Source: an optimization exercise on an open RTL-to-GDS flow (aim: small area, a short achievable clock period and few clock cycles per item). Production flows keep margins and buffers that such runs may drop.
Function was checked by simulation only, so behaviour that the tests miss may differ from the original.

### run.sh
#!/bin/bash
# synth_recipe.tcl (not shown) runs the flow's synth.tcl, then flattens the netlist and writes it again
# the make line also repeats each setting of config.mk as NAME=value (left out here)
make -C /OpenROAD-flow-scripts/flow DESIGN_CONFIG=/design/flow/config.mk WORK_HOME=/design/flow/orfs CLKGATE_MAP_FILE= SYNTH_SCRIPT=/design/flow/synth_recipe.tcl finish
### design.v
module sdft_core (
    input  wire         clk,
    input  wire         rst,         
    input  wire         op_valid,
    output wire         op_ready,
    input  wire         op_clr,      
    input  wire [7:0]   op_mask,
    input  wire         op_half,     
    input  wire         op_neg,      
    input  wire [255:0] op_xn,       
    input  wire [255:0] op_xo,
    input  wire [31:0]  op_cos,      
    input  wire [31:0]  op_sin,
    output wire         idle,
    input  wire [2:0]   rd_ch,
    output wire [79:0]  rd_re,
    output wire [79:0]  rd_im,
    output wire [7:0]   wrap
);
    localparam S_IDLE = 1'b0;
    localparam S_RUN  = 1'b1;
    reg         state;
    reg [2:0]   ch;
    reg [7:0]   mask_r;
    reg         half_r, neg_r;
    reg [31:0]  xn_r [0:7];
    reg [31:0]  xo_r [0:7];
    reg [31:0]  cos_r, sin_r;
    reg [79:0]  s_re [0:7];
    reg [79:0]  s_im [0:7];
    reg [7:0]   wrap_r;
    assign op_ready = (state == S_IDLE);
    assign idle     = (state == S_IDLE);
    assign rd_re    = s_re[rd_ch];
    assign rd_im    = s_im[rd_ch];
    assign wrap     = wrap_r;
    wire signed [32:0] xn_c = {xn_r[ch][31], xn_r[ch]};
    wire signed [32:0] xo_c = {xo_r[ch][31], xo_r[ch]};
    wire signed [32:0] dval = half_r ? (xn_c + xo_c) : (xn_c - xo_c);
    wire signed [64:0] p_re = dval * $signed(cos_r);
    wire signed [64:0] p_im = dval * $signed(sin_r);
    wire signed [79:0] p_re_x = {{15{p_re[64]}}, p_re};
    wire signed [79:0] p_im_x = {{15{p_im[64]}}, p_im};
    wire [80:0] n_re = neg_r ? ({s_re[ch][79], s_re[ch]} - {p_re_x[79], p_re_x})
                             : ({s_re[ch][79], s_re[ch]} + {p_re_x[79], p_re_x});
    wire [80:0] n_im = neg_r ? ({s_im[ch][79], s_im[ch]} + {p_im_x[79], p_im_x})
                             : ({s_im[ch][79], s_im[ch]} - {p_im_x[79], p_im_x});
    wire        ovf  = (n_re[80] != n_re[79]) || (n_im[80] != n_im[79]);
    integer i;
    always @(posedge clk) begin
        if (rst) begin
            state  <= S_IDLE;
            ch     <= 3'd0;
            wrap_r <= 8'd0;
            for (i = 0; i < 8; i = i + 1) begin
                s_re[i] <= 80'd0;
                s_im[i] <= 80'd0;
            end
        end else if (state == S_IDLE) begin
            if (op_valid) begin
                if (op_clr) begin
                    for (i = 0; i < 8; i = i + 1) begin
                        if (op_mask[i]) begin
                            s_re[i]   <= 80'd0;
                            s_im[i]   <= 80'd0;
                            wrap_r[i] <= 1'b0;
                        end
                    end
                end else begin
                    state <= S_RUN;
                    ch    <= 3'd0;
                end
            end
        end else begin
            if (mask_r[ch]) begin
                s_re[ch] <= n_re[79:0];
                s_im[ch] <= n_im[79:0];
                if (ovf)
                    wrap_r[ch] <= 1'b1;
            end
            ch <= ch + 3'd1;
            if (ch == 3'd7)
                state <= S_IDLE;
        end
    end
    always @(posedge clk) begin
        if (state == S_IDLE && op_valid && !op_clr && !rst) begin
            mask_r <= op_mask;
            half_r <= op_half;
            neg_r  <= op_neg;
            cos_r  <= op_cos;
            sin_r  <= op_sin;
            for (i = 0; i < 8; i = i + 1) begin
                xn_r[i] <= op_xn[32*i +: 32];
                xo_r[i] <= op_xo[32*i +: 32];
            end
        end
    end
endmodule
### constraint.sdc
create_clock -name core_clock -period 25.0 [get_ports {clk}]
set_input_delay 5.0000 -clock core_clock [delete_from_list [all_inputs] [get_ports {clk}]]
set_output_delay 5.0000 -clock core_clock [all_outputs]
set_load 0.01 [all_outputs]
### config.mk
export PLATFORM = sky130hd
export DESIGN_NAME = sdft_core
export DESIGN_NICKNAME = sdft_core
export VERILOG_FILES = /design/flow/design.v
export SDC_FILE = /design/flow/constraint.sdc
export NUM_CORES = 4
export LEC_CHECK = 0
export CAP_MARGIN = 20
export CORE_MARGIN = 2
export CORE_UTILIZATION = 40
export SLEW_MARGIN = 20
==> impl_metrics.py <==
metrics = {
    "clock_network": {
        "cts.htree.levels": 4,
        "cts.hold.buffers_added": 0,
        "clock-sinks": 1881,
        "path_clk_slew_ns": 0.06,
        "clock_latency_ns": 0.98,
        "cts_resized": 0,
        "cts_tree": "yes",
        "cts-buffers-inserted": 217,
        "cts_buffer_depth": 4,
        "post_cts_buffers": 0,
        "cts-root-buf": "clkbuf_16",
    },
    "synthesis": {
        "syn_inst": 15465,
        "yosysWarnings": 3,
        "syn_avg_cell_area_um2": 11.3,
        "synth.area.top_cells": "edfxtp_1, fa_1, mux4_2",
        "synth_cell_types": 120,
        "yosysTopAreaCell": "edfxtp_1",
        "synth-seq-cells": 1881,
        "yosysSeqAreaShare_pct": 32.3,
        "syn_nets": 18859,
        "synthFlopType": "edfxtp_1",
        "syn_area_um2": 175000,
        "ys_async_sr_fraction_pct": 0,
        "synth_edf_count": 1866,
        "netlist.area_leader.share_pct": 32.1,
    },
    "critical_path": {
        "cp-start-kind": "flop",
        "critPathSlowestCell": "o21ai_0",
        "end_kind": "flop",
        "worst-setup-path-type": "flop to flop",
        "worstPathArrival_ns": 23.87,
        "worst_path_most_repeated_cell": "fa_1",
        "slowest_delay_ns": 1.08,
        "cp_max_fo": 71,
        "cp_top_family": "compound AO/OA/AOI/OAI gates",
        "path_buf_inv": 7,
        "crit_required_ns": 25.84,
    },
    "routing": {
        "remaining_drc_errors": 0,
        "drt_wl_total_mm": 554,
        "num_vias": 122309,
        "firstDrtPassIters": 8,
        "ant_nets": 0,
        "via_per_inst": 5.63,
        "wl_per_cell_um": 25.5,
        "drt_iter0_markers": 12095,
    },
    "place": {
        "placed_area_um2": 188000,
        "dp.cells": 21297,
        "globalplace.congestion": 0.921,
        "hpwl_mm": 398,
        "port-buffer-count": 762,
    },
    "sta": {
        "slew_violations": 0,
        "tightest_slew_ns": 1.19,
        "hold_viol_final": 0,
        "slew_headroom_pct": 20.6,
        "fin_skew_ns": 0.107,
        "holdWs_ns": 0.512,
        "post-route-period-util_pct": 92.1,
        "fin_crit_ns": 23.03,
        "max_freq_mhz": 43.4,
        "setup_viol": 0,
        "tns_ns": 0,
        "rsz0062_at_grt": "false",
    },
    "final_layout": {
        "regArea_um2": 56300,
        "layout-drive-gt1-share_pct": 10.7,
        "layout.nets": 19176,
        "fillCellCount": 39887,
        "final_cell_mix": "fa_1, inv_1, edfxtp_1",
        "multiInputGateArea_um2": 107000,
        "area_growth_syn_to_layout_pct": 12.0,
        "final_common_cell": "fa_1",
        "design_area_um2": 196000,
        "stdcell_count": 21721,
    },
    "grt": {
        "antenna_found_initial": 42,
        "met3_usage_pct": 4.35,
        "grt_max_degree": 164,
        "grt_usage_pct": 25.0,
        "grt_pass1_wl_mm": 828,
        "grt_busiest_layer": "met2",
        "grtUsageMet2_pct": 38.9,
        "grtUsageMet1_pct": 36.0,
        "overflow": 0,
        "grt_pass1_vias": 126106,
    },
    "min_path": {
        "hold_path.class": "flop to flop",
    },
    "floorplanning": {
        "core_um2": 435000,
        "dieArea_um2": 442000,
        "start_util_pct": 40.2,
        "pin_count": 763,
        "rows": 242,
        "die_x_um": 665,
        "die_h_um": 665,
    },
    "run": {
        "cap_violations": 0,
    },
    "status": {
        "outcome": "timing/DRC/antenna clean",
    },
}
state kept, by name (all words and copies together), names as in the netlist, named ones only:
register	count
half_r	1
s_im	640
mask_r	8
s_re	640
wrap_r	8
xo_r	256
neg_r	1
sin_r	32
xn_r	256
ch	3
cos_r	32
state	1
through the flow:
step / setup slack (ns) / util [%]
floorplan: 4.45 / -
global placement: 1.61 / 43.4
detailed placement: 2.36 / 43.4
CTS: 2.26 / 45.0
global route: 0.845 / 45.0
finish: 1.97 / 45.0
synth_stat cells, drive strengths merged (12+ instances only):
cell,n
nor2b,45
nor4,30
a41oi,18
clkbuf,788
nand2b,55
o21a,52
fa,2211
nand2,1377
a2111oi,15
a211oi,39
a21boi,18
inv,2196
o21ai,209
nand3,93
a21o,175
xor2,183
o31ai,33
and4,12
o211ai,33
mux2i,17
or3,38
and3,70
and2,1085
a311oi,16
a31oi,101
a22o,44
buf,114
o21bai,52
nor2,1635
edfxtp,1866
nor3b,16
nand4,70
xnor2,283
dfxtp,15
a22oi,12
or2,29
o2111ai,14
a21oi,448
mux2,371
ha,590
a222oi,64
a221oi,57
mux4,640
nor3,77
logic make-up after synthesis:
logic type	count (synthesis)	share of synthesized area, %
simple gates	4677	12.5
xor+xnor	466	2.34
compound gates	1511	5.89
flops	1881	32.3
mux	1028	10.7
fa+ha+maj	2801	29.6
buf+inv	3101	6.70
layout make-up:
cell class / count / share of cell area [%]
Timing Repair Buffer: 1000 / 4.90
Antenna cell: 32 / 0.0410
Multi-Input combinational cell: 10483 / 54.8
Tap cell: 5734 / 3.67
Clock inverter: 131 / 0.681
Clock buffer: 261 / 2.88
Sequential cell: 1881 / 28.8
Inverter: 2199 / 4.22
path summary, 6_finish.rpt:
path                                        startpoint                endpoint  slack [ns]  depth (start not counted)
worst min register to register  wrap_r[0]$_SDFFE_PP0P_  wrap_r[0]$_SDFFE_PP0P_        0.51                          2
worst max-delay path                ch[2]$_SDFFE_PP0P_  wrap_r[6]$_SDFFE_PP0P_        1.97                         69
worst min-delay path            wrap_r[0]$_SDFFE_PP0P_  wrap_r[0]$_SDFFE_PP0P_        0.51                          2
worst max register to register      ch[2]$_SDFFE_PP0P_  wrap_r[6]$_SDFFE_PP0P_        1.97                         69
layer usage:
| layer | routed length [µm] | share of wire, % | vias up |
|---|---|---|---|
| met1 | 237000 | 43 | 64275 |
| met3 | 47600 | 8.6 | 737 |
| met5 | 103 | 0.019 | - |
| met4 | 15300 | 2.8 | 18 |
| li1 | - | - | 52141 |
| met2 | 254000 | 46 | 5138 |
worst reg2reg max path: cells and delay by family (launching register included):
kind | cells | cell delay, ns
compound gates | 27 | 9.24
fa+ha+maj | 12 | 5.74
simple gates | 21 | 4.94
buf+inv | 7 | 1.43
xor+xnor | 2 | 0.80
flops | 1 | 0.78
Testbench counts, summed over its fixed seeds: cycles 3,390, ops 384.

[port drivers added, routing unchanged]
In the flow no input, the clock included, has a driving cell. The finished layout below was timed again as built, in two steps.
Step 1, drivers: a clkbuf_16 drives clk and a buf_2 each remaining input, both assumed.
Step 2 moves the port delays by t, midway between the first and last clock arrival at a register: inputs arrive t later, outputs are due t later. That takes back most of the time a late clock gives input paths.
a / b / c = ideal ports / drivers / drivers and shift; a / b = the first two.
t (ns): 1.040
setup slack, ns: 1.966 / 1.966 / 1.966
worst hold slack (ns): 0.512 / 0.512 / 0.512
worst setup path after step 2: register to register
cell pins on the clock port's net: 1
After both steps setup and hold are still met in this run. For this run, drivers alone change the setup slack by 0.000 ns; drivers and shift together by 0.000 ns.
